This is an optimization exercise on Yosys and OpenROAD, whose aim is small area, a short achievable clock period and few clock cycles, not a production implementation. Where RTL was checked, it was by simulation tests only, not by an equivalence proof against the original.

Setup of before:
// kz_imgdigest
module kz_imgdigest (
    input  wire         clk,
    input  wire         rst,         
    input  wire         in_valid,
    output wire         in_ready,
    input  wire [35:0]  in_w0,       
    input  wire [35:0]  in_w1,       
    input  wire         in_last,     
    output reg          out_valid,   
    output wire [255:0] digest       
);
For scale: about 6600 cells after synthesis, ~330 I/O pins.
export LEC_CHECK = 0
export CAP_MARGIN = 20
export CORE_MARGIN = 2
export CORE_UTILIZATION = 50
export SLEW_MARGIN = 20
export SYNTH_HIERARCHICAL = 1
create_clock -name core_clock -period 10.0 [get_ports {clk}]
standard.sh (not shown) runs the stock make flow with config.mk's settings and CLKGATE_MAP_FILE= SYNTH_SCRIPT=/design/flow/synth_recipe.tcl, a recipe that flattens the netlist after the stock synthesis.
==> flow/flow/run.sh <==
#!/bin/bash
set -uo pipefail
bash standard.sh \
  "BUFFER_PORTS_ARGS=-buffer_cell sky130_fd_sc_hd__buf_1" \
  "CTS_ARGS=-sink_clustering_enable -repair_clock_nets -dont_use_dummy_load -sink_clustering_size 24 -sink_clustering_max_diameter 80 -buf_list sky130_fd_sc_hd__clkbuf_16" \
  SETUP_SLACK_MARGIN=5.4 \
  finish > standard_make.log 2>&1
Looking at the reports, before completed the entire flow and the layout it produced met the timing, DRC and antenna checks.
> inputs changed (before -> after)
--- a/flow/design.v
+++ b/flow/design.v
@@ -253,23 +253,22 @@
     wire [63:0] ca2 = csa(s1, s0, ca1[31:0]);
     wire [63:0] ca3 = csa(ca2[31:0], ca2[63:32], ca1[63:32]);
     wire [31:0] an;
     kz_add32 u_adda (.a(ca3[31:0]), .b(ca3[63:32]), .s(an));
     wire [63:0] ce1 = csa(ch, PE, h4e);
     wire [63:0] ce2 = csa(s1, ce1[31:0], ce1[63:32]);
     wire [31:0] en;
     kz_add32 u_adde (.a(ce2[31:0]), .b(ce2[63:32]), .s(en));
     wire [31:0] iva = r61 ? IV[159:128] : (r62 ? IV[191:160] : IV[223:192]);
     wire [31:0] ive = r61 ? IV[31:0]    : (r62 ? IV[63:32]   : IV[95:64]);
-    wire [31:0] sa, se;
-    kz_add32 u_adds (.a(first ? iva : H3), .b(va), .s(sa));
-    kz_add32 u_addt (.a(first ? ive : H7), .b(ve), .s(se));
+    wire [31:0] sa  = (first ? iva : H3) + va;
+    wire [31:0] se  = (first ? ive : H7) + ve;
     wire        hen = (r61 | r62 | fold) & !stall;
     wire [255:0] rn = fold ? {an, sa, H1, H2, en, se, H5, H6}
                            : {an, va, vb, vc, en, ve, vf, vg};
     wire         ld = ini;
     always @(posedge clk) begin
         if (!stall) begin
             PA <= pan;
             PE <= pen;
         end
         if (ld | (ra & !stall))
- In summary, after completed successfully, with a layout that passed the timing, DRC and antenna checks.
- before → after: share of post-route cells with drive strength above 1 went up by 2.0 points; time the final worst path needs with I/O delays and setup went up by 0.038 ns; met1 routing resource usage after global routing went up by 0.41 points; first-iteration DRC count went up by 38.
- Compared with before, after shows number of filler instances in the final layout that has gone down by a few percent.
- Compared with before, after shows clock buffer count lower by 3.
- after ends up with a growth of design area from synthesis to finish that is 1.4 points higher than in before.
- Min number of non-clock buffers across after and before: before
Testbench counts of after, summed over its fixed seeds: cycles 98,488.
Only the layout flow was run in before; the RTL was not checked for function there.


The RTL this note starts from:
==> flow/design.v <==
module kz_imgdigest (
    input  wire         clk,
    input  wire         rst,         
    input  wire         in_valid,
    output wire         in_ready,
    input  wire [35:0]  in_w0,       
    input  wire [35:0]  in_w1,       
    input  wire         in_last,     
    output reg          out_valid,   
    output wire [255:0] digest       
);
    function [31:0] rotr(input [31:0] x, input integer n);
        rotr = (x >> n) | (x << (32 - n));
    endfunction
    function [31:0] bsig0(input [31:0] x);
        bsig0 = rotr(x, 2) ^ rotr(x, 13) ^ rotr(x, 22);
    endfunction
    function [31:0] bsig1(input [31:0] x);
        bsig1 = rotr(x, 6) ^ rotr(x, 11) ^ rotr(x, 25);
    endfunction
    function [31:0] ssig0(input [31:0] x);
        ssig0 = rotr(x, 7) ^ rotr(x, 18) ^ (x >> 3);
    endfunction
    function [31:0] ssig1(input [31:0] x);
        ssig1 = rotr(x, 17) ^ rotr(x, 19) ^ (x >> 10);
    endfunction
    function [63:0] csa(input [31:0] x, input [31:0] y, input [31:0] z);
        csa = {((x & y) | (x & z) | (y & z)) << 1, x ^ y ^ z};
    endfunction
    wire [5:0]  kidx;
    reg  [31:0] kt;
    always @* begin
        case (kidx)
            6'd0:  kt = 32'h428a2f98; 6'd1:  kt = 32'h71374491;
            6'd2:  kt = 32'hb5c0fbcf; 6'd3:  kt = 32'he9b5dba5;
            6'd4:  kt = 32'h3956c25b; 6'd5:  kt = 32'h59f111f1;
            6'd6:  kt = 32'h923f82a4; 6'd7:  kt = 32'hab1c5ed5;
            6'd8:  kt = 32'hd807aa98; 6'd9:  kt = 32'h12835b01;
            6'd10: kt = 32'h243185be; 6'd11: kt = 32'h550c7dc3;
            6'd12: kt = 32'h72be5d74; 6'd13: kt = 32'h80deb1fe;
            6'd14: kt = 32'h9bdc06a7; 6'd15: kt = 32'hc19bf174;
            6'd16: kt = 32'he49b69c1; 6'd17: kt = 32'hefbe4786;
            6'd18: kt = 32'h0fc19dc6; 6'd19: kt = 32'h240ca1cc;
            6'd20: kt = 32'h2de92c6f; 6'd21: kt = 32'h4a7484aa;
            6'd22: kt = 32'h5cb0a9dc; 6'd23: kt = 32'h76f988da;
            6'd24: kt = 32'h983e5152; 6'd25: kt = 32'ha831c66d;
            6'd26: kt = 32'hb00327c8; 6'd27: kt = 32'hbf597fc7;
            6'd28: kt = 32'hc6e00bf3; 6'd29: kt = 32'hd5a79147;
            6'd30: kt = 32'h06ca6351; 6'd31: kt = 32'h14292967;
            6'd32: kt = 32'h27b70a85; 6'd33: kt = 32'h2e1b2138;
            6'd34: kt = 32'h4d2c6dfc; 6'd35: kt = 32'h53380d13;
            6'd36: kt = 32'h650a7354; 6'd37: kt = 32'h766a0abb;
            6'd38: kt = 32'h81c2c92e; 6'd39: kt = 32'h92722c85;
            6'd40: kt = 32'ha2bfe8a1; 6'd41: kt = 32'ha81a664b;
            6'd42: kt = 32'hc24b8b70; 6'd43: kt = 32'hc76c51a3;
            6'd44: kt = 32'hd192e819; 6'd45: kt = 32'hd6990624;
            6'd46: kt = 32'hf40e3585; 6'd47: kt = 32'h106aa070;
            6'd48: kt = 32'h19a4c116; 6'd49: kt = 32'h1e376c08;
            6'd50: kt = 32'h2748774c; 6'd51: kt = 32'h34b0bcb5;
            6'd52: kt = 32'h391c0cb3; 6'd53: kt = 32'h4ed8aa4a;
            6'd54: kt = 32'h5b9cca4f; 6'd55: kt = 32'h682e6ff3;
            6'd56: kt = 32'h748f82ee; 6'd57: kt = 32'h78a5636f;
            6'd58: kt = 32'h84c87814; 6'd59: kt = 32'h8cc70208;
            6'd60: kt = 32'h90befffa; 6'd61: kt = 32'ha4506ceb;
            6'd62: kt = 32'hbef9a3f7; default: kt = 32'hc67178f2;
        endcase
    end
    localparam [255:0] IV = {
        32'h6a09e667, 32'hbb67ae85, 32'h3c6ef372, 32'ha54ff53a,
        32'h510e527f, 32'h9b05688c, 32'h1f83d9ab, 32'h5be0cd19
    };
    reg         act;         
    reg         ra;          
    reg  [5:0]  u;           
    reg         nb;          
    reg         fin;         
    reg  [3:0]  sc;          
    reg         fold;        
    reg         pro;         
    reg         r61;         
    reg         r62;         
    reg         first;       
    reg         rq;          
    reg  [95:0] sq;          
    reg  [3:0]  occ;         
    reg         lastin;      
    reg         padded;      
    reg         late;        
    reg  [27:0] bc;          
    reg         rdy;
    reg  [31:0] R [0:15];    
    reg  [31:0] va, vb, vc, vd, ve, vf, vg, vh;
    reg  [31:0] H0, H1, H2, H3, H4, H5, H6, H7;
    assign in_ready = rdy;
    assign digest   = {H0, H1, H2, H3, H4, H5, H6, H7};
    wire ini    = out_valid | rq;             
    wire idle   = !act;
    wire uz     = (u == 6'd0);
    wire u63    = (u == 6'd63);
    wire umid   = (u >= 6'd1) & (u <= 6'd14);
    wire usch   = (u >= 6'd15) & (u <= 6'd62);
    wire occ4   = (occ >= 4'd4);
    wire avail  = padded | lastin | occ4;
    wire req    = pro | (ra & umid) | (fold & nb);
    wire opt    = (idle | (ra & u63 & !fin)) & avail;
    wire stall  = (sc != 4'd0) | (req & !avail);
    wire ins    = !stall & (req | opt);
    wire acc    = in_valid & rdy;
    wire [127:0] eq = {sq, 8'h80, 24'd0};
    reg  [31:0]  qw;
    always @* begin
        case (occ)
            4'd0:  qw = eq[31:0];
            4'd1:  qw = eq[39:8];
            4'd2:  qw = eq[47:16];
            4'd3:  qw = eq[55:24];
            4'd4:  qw = eq[63:32];
            4'd5:  qw = eq[71:40];
            4'd6:  qw = eq[79:48];
            4'd7:  qw = eq[87:56];
            4'd8:  qw = eq[95:64];
            4'd9:  qw = eq[103:72];
            4'd10: qw = eq[111:80];
            4'd11: qw = eq[119:88];
            default: qw = eq[127:96];
        endcase
    end
    wire lenw  = padded & !late & (u == 6'd14);     
    wire [31:0] mw = padded ? (lenw ? {1'b0, bc, 3'b000} : 32'd0) : qw;
    reg         act_n, ra_n, nb_n, fin_n, lastin_n;
    reg  [5:0]  u_n;
    reg  [3:0]  sc_n, occ_p;
    always @* begin
        act_n = act; ra_n = ra; u_n = u; nb_n = nb; fin_n = fin;
        if (sc != 4'd0)
            sc_n = sc + 4'd1;
        else if (req & !avail)
            sc_n = 4'd1;
        else
            sc_n = 4'd0;
        if (!stall) begin
            if (idle) begin
                if (opt) begin act_n = 1'b1; u_n = 6'd0; end
            end else if (!ra) begin
                ra_n = 1'b1; u_n = 6'd1;
            end else begin
                u_n = u + 6'd1;
                if (u63) nb_n = opt;
                if (uz) begin
                    fin_n = 1'b0;
                    nb_n  = 1'b0;
                    if (!nb) begin act_n = 1'b0; ra_n = 1'b0; u_n = 6'd63; end
                end
            end
        end
        if (ins & lenw) fin_n = 1'b1;
        occ_p = occ;
        if (ins & !padded) occ_p = occ4 ? occ - 4'd4 : 4'd0;
        lastin_n = lastin & !(ins & lenw);
    end
    assign kidx    = u_n;
    wire occ_n_le3 = (occ_p <= 4'd3);
    wire occ_n_le7 = (occ_p <= 4'd7);
    wire u_n_mid   = (u_n >= 6'd1) & (u_n <= 6'd14);
    wire sure_n    = (sc_n == 4'd0) &
                     (!act_n | (act_n & !ra_n) | (ra_n & u_n_mid) |
                      (ra_n & (u_n == 6'd0) & nb_n) |
                      (ra_n & (u_n == 6'd63) & !fin_n));
    wire rdy_n     = !lastin_n & (occ_n_le3 | (occ_n_le7 & sure_n));
    always @(posedge clk) begin
        if (rst) begin
            act <= 1'b0; ra <= 1'b0; u <= 6'd63; nb <= 1'b0; fin <= 1'b0;
            sc <= 4'd0; out_valid <= 1'b0;
            fold <= 1'b0; pro <= 1'b0; r61 <= 1'b0; r62 <= 1'b0;
            first <= 1'b1;
            occ <= 4'd0; lastin <= 1'b0; padded <= 1'b0; late <= 1'b0;
            bc <= 28'd0; rdy <= 1'b0;
        end else begin
            act <= act_n; ra <= ra_n; u <= u_n; nb <= nb_n; fin <= fin_n;
            sc <= sc_n;
            fold <= ra_n & (u_n == 6'd0);
            pro  <= act_n & !ra_n;
            r61  <= ra_n & (u_n == 6'd62);
            r62  <= ra_n & (u_n == 6'd63);
            if (fold & !stall) first <= fin;
            out_valid <= fold & !stall & fin;
            rdy <= rdy_n & !acc;
            occ <= acc ? occ_p + 4'd9 : occ_p;
            if (acc) begin
                bc <= bc + 28'd9;
                if (in_last) lastin <= 1'b1;
            end
            if (ins) begin
                if (!padded) begin
                    if (!occ4) begin
                        padded <= 1'b1;
                        late   <= (u == 6'd13) | (u == 6'd14);
                    end else if (u63) begin
                        late   <= 1'b0;
                    end
                end else if (lenw) begin
                    padded <= 1'b0;
                    lastin <= 1'b0;
                    bc     <= 28'd0;
                    late   <= 1'b0;
                end else if (u63) begin
                    late   <= 1'b0;
                end
            end
        end
    end
    always @(posedge clk)
        if (acc) sq <= {sq[23:0], in_w0, in_w1};
    reg [31:0] kr;           
    always @(posedge clk) begin
        rq <= rst;
        kr <= kt;
    end
    wire [31:0] wsch = ssig1(R[14]) + R[9] + ssig0(R[1]) + R[0];
    integer i;
    always @(posedge clk) begin
        for (i = 0; i < 15; i = i + 1)
            R[i] <= R[i + 1];
        R[15] <= ins ? mw : (stall ? R[0] : wsch);
    end
    reg  [31:0] PA;          
    reg  [31:0] PE;          
    wire [31:0] hx  = fold ? H6 : (pro ? vh : vg);
    wire [31:0] dx  = fold ? H2 : (pro ? vd : vc);
    wire [31:0] h0s = first ? IV[255:224] : H0;
    wire [31:0] h0m = r62 ? h0s : 32'd0;
    wire [63:0] cp1 = csa(hx, kr, R[15]);
    wire [63:0] cp2 = csa(cp1[31:0], cp1[63:32], h0m);
    wire [31:0] pan = cp2[31:0] + cp2[63:32];
    wire [63:0] cq2 = csa(cp1[31:0], cp1[63:32], dx);
    wire [31:0] pen = cq2[31:0] + cq2[63:32];
    wire [31:0] h4f = (fold & first) ? IV[127:96] : H4;
    wire [31:0] h4e = fold ? h4f : 32'd0;
    wire [31:0] ch  = (ve & vf) ^ (~ve & vg);
    wire [31:0] s1  = bsig1(ve);
    wire [31:0] s0  = bsig0(va);
    wire [31:0] maj = (va & vb) ^ (va & vc) ^ (vb & vc);
    wire [63:0] ca1 = csa(s1, s0, maj);
    wire [63:0] ca2 = csa(ca1[31:0], ca1[63:32], ch);
    wire [63:0] ca3 = csa(ca2[31:0], ca2[63:32], PA);
    wire [31:0] an  = ca3[31:0] + ca3[63:32];
    wire [63:0] ce1 = csa(s1, ch, PE);
    wire [63:0] ce2 = csa(ce1[31:0], ce1[63:32], h4e);
    wire [31:0] en  = ce2[31:0] + ce2[63:32];
    wire [31:0] iva = r61 ? IV[159:128] : (r62 ? IV[191:160] : IV[223:192]);
    wire [31:0] ive = r61 ? IV[31:0]    : (r62 ? IV[63:32]   : IV[95:64]);
    wire [31:0] sa  = (first ? iva : H3) + va;
    wire [31:0] se  = (first ? ive : H7) + ve;
    wire        hen = (r61 | r62 | fold) & !stall;
    wire [255:0] rn = fold ? {an, sa, H1, H2, en, se, H5, H6}
                           : {an, va, vb, vc, en, ve, vf, vg};
    wire         ld = ini;
    always @(posedge clk) begin
        if (!stall) begin
            PA <= pan;
            PE <= pen;
        end
        if (ld | (ra & !stall))
            {va, vb, vc, vd, ve, vf, vg, vh} <= ld ? IV : rn;
        if (fold & !stall) begin
            H0 <= an;
            H4 <= en;
        end
        if (hen) begin
            H1 <= sa; H2 <= H1; H3 <= H2;
            H5 <= se; H6 <= H5; H7 <= H6;
        end
    end
endmodule
export LEC_CHECK = 0
export CAP_MARGIN = 20
export CORE_MARGIN = 2
export CORE_UTILIZATION = 40
export SETUP_SLACK_MARGIN = 5
export SLEW_MARGIN = 20
create_clock -name core_clock -period 10.0 [get_ports {clk}]
run.sh (not shown) runs the stock make flow with config.mk's settings and CLKGATE_MAP_FILE= SYNTH_SCRIPT=/design/flow/synth_recipe.tcl, a recipe that flattens the netlist after the stock synthesis.
Stock flow here: none of the scripts above is used.
Rerun with:
--- a/flow/design.v
+++ b/flow/design.v
@@ -238,13 +238,18 @@
     wire [31:0] h4e = fold ? h4f : 32'd0;
     wire [31:0] ch  = (ve & vf) ^ (~ve & vg);
     wire [31:0] s1  = bsig1(ve);
     wire [31:0] s0  = bsig0(va);
-    wire [31:0] maj = (va & vb) ^ (va & vc) ^ (vb & vc);
-    wire [63:0] ca1 = csa(s1, s0, maj);
-    wire [63:0] ca2 = csa(ca1[31:0], ca1[63:32], ch);
-    wire [63:0] ca3 = csa(ca2[31:0], ca2[63:32], PA);
-    wire [31:0] an  = ca3[31:0] + ca3[63:32];
+    wire [31:0] m0  = vb & vc;               
+    wire [31:0] m1  = vb | vc;               
+    wire [31:0] xs  = (va & (m1 ^ PA)) | (~va & (m0 ^ PA));
+    wire [31:0] fs  = xs ^ ch;
+    wire [31:0] mo  = (va & (m1 | PA)) | (~va & (m0 | PA));
+    wire [31:0] mn  = (va & (m1 & PA)) | (~va & (m0 & PA));
+    wire [31:0] fc  = (ch & mo) | (~ch & mn);
+    wire [63:0] ca1 = csa(s1, s0, fs);
+    wire [63:0] ca2 = csa(ca1[31:0], ca1[63:32], {fc[30:0], 1'b0});
+    wire [31:0] an  = ca2[31:0] + ca2[63:32];
     wire [63:0] ce1 = csa(s1, ch, PE);
     wire [63:0] ce2 = csa(ce1[31:0], ce1[63:32], h4e);
     wire [31:0] en  = ce2[31:0] + ce2[63:32];
     wire [31:0] iva = r61 ? IV[159:128] : (r62 ? IV[191:160] : IV[223:192]);
Outcome: Core utilization falls by 0.46 points; worst setup slack gets better by 0.28 ns; fmax rises by a few percent; global-route usage increases by 1.9 points; final area climbs by a few percent.
No functional check of the RTL was part of any run of this note.

==> afterwards: timing with drivers on the ports <==
The results above use ideal ports. As a check the final layouts listed here were re-extracted and re-timed, cells and wires unchanged. Step 1 assumes that a clkbuf_16 drives the clock port and a buf_2 every other input. Step 2 times the ports against the registers' clock, not the clock port: input delays grow and output delays shrink by t, the midpoint of the rising clock arrivals with the driver on. Slacks: no drivers / after step 1 / after step 2; pairs: no drivers / after step 1.
run	t (ns)	setup slack, ns	worst slew at a driven data input, ns
before	0.778	5.428 / 5.428 / 5.251	0.06
after	0.775	5.390 / 5.390 / 5.390	0.05
the first run of note 2	0.859	4.686 / 4.686 / 4.686	0.05
the second run of note 2	0.881	4.965 / 4.965 / 4.842	0.06
After both steps every run listed still meets setup and hold. The setup slack of before, which loses most, moves by 0.000 ns with the drivers and by -0.177 ns with both steps.
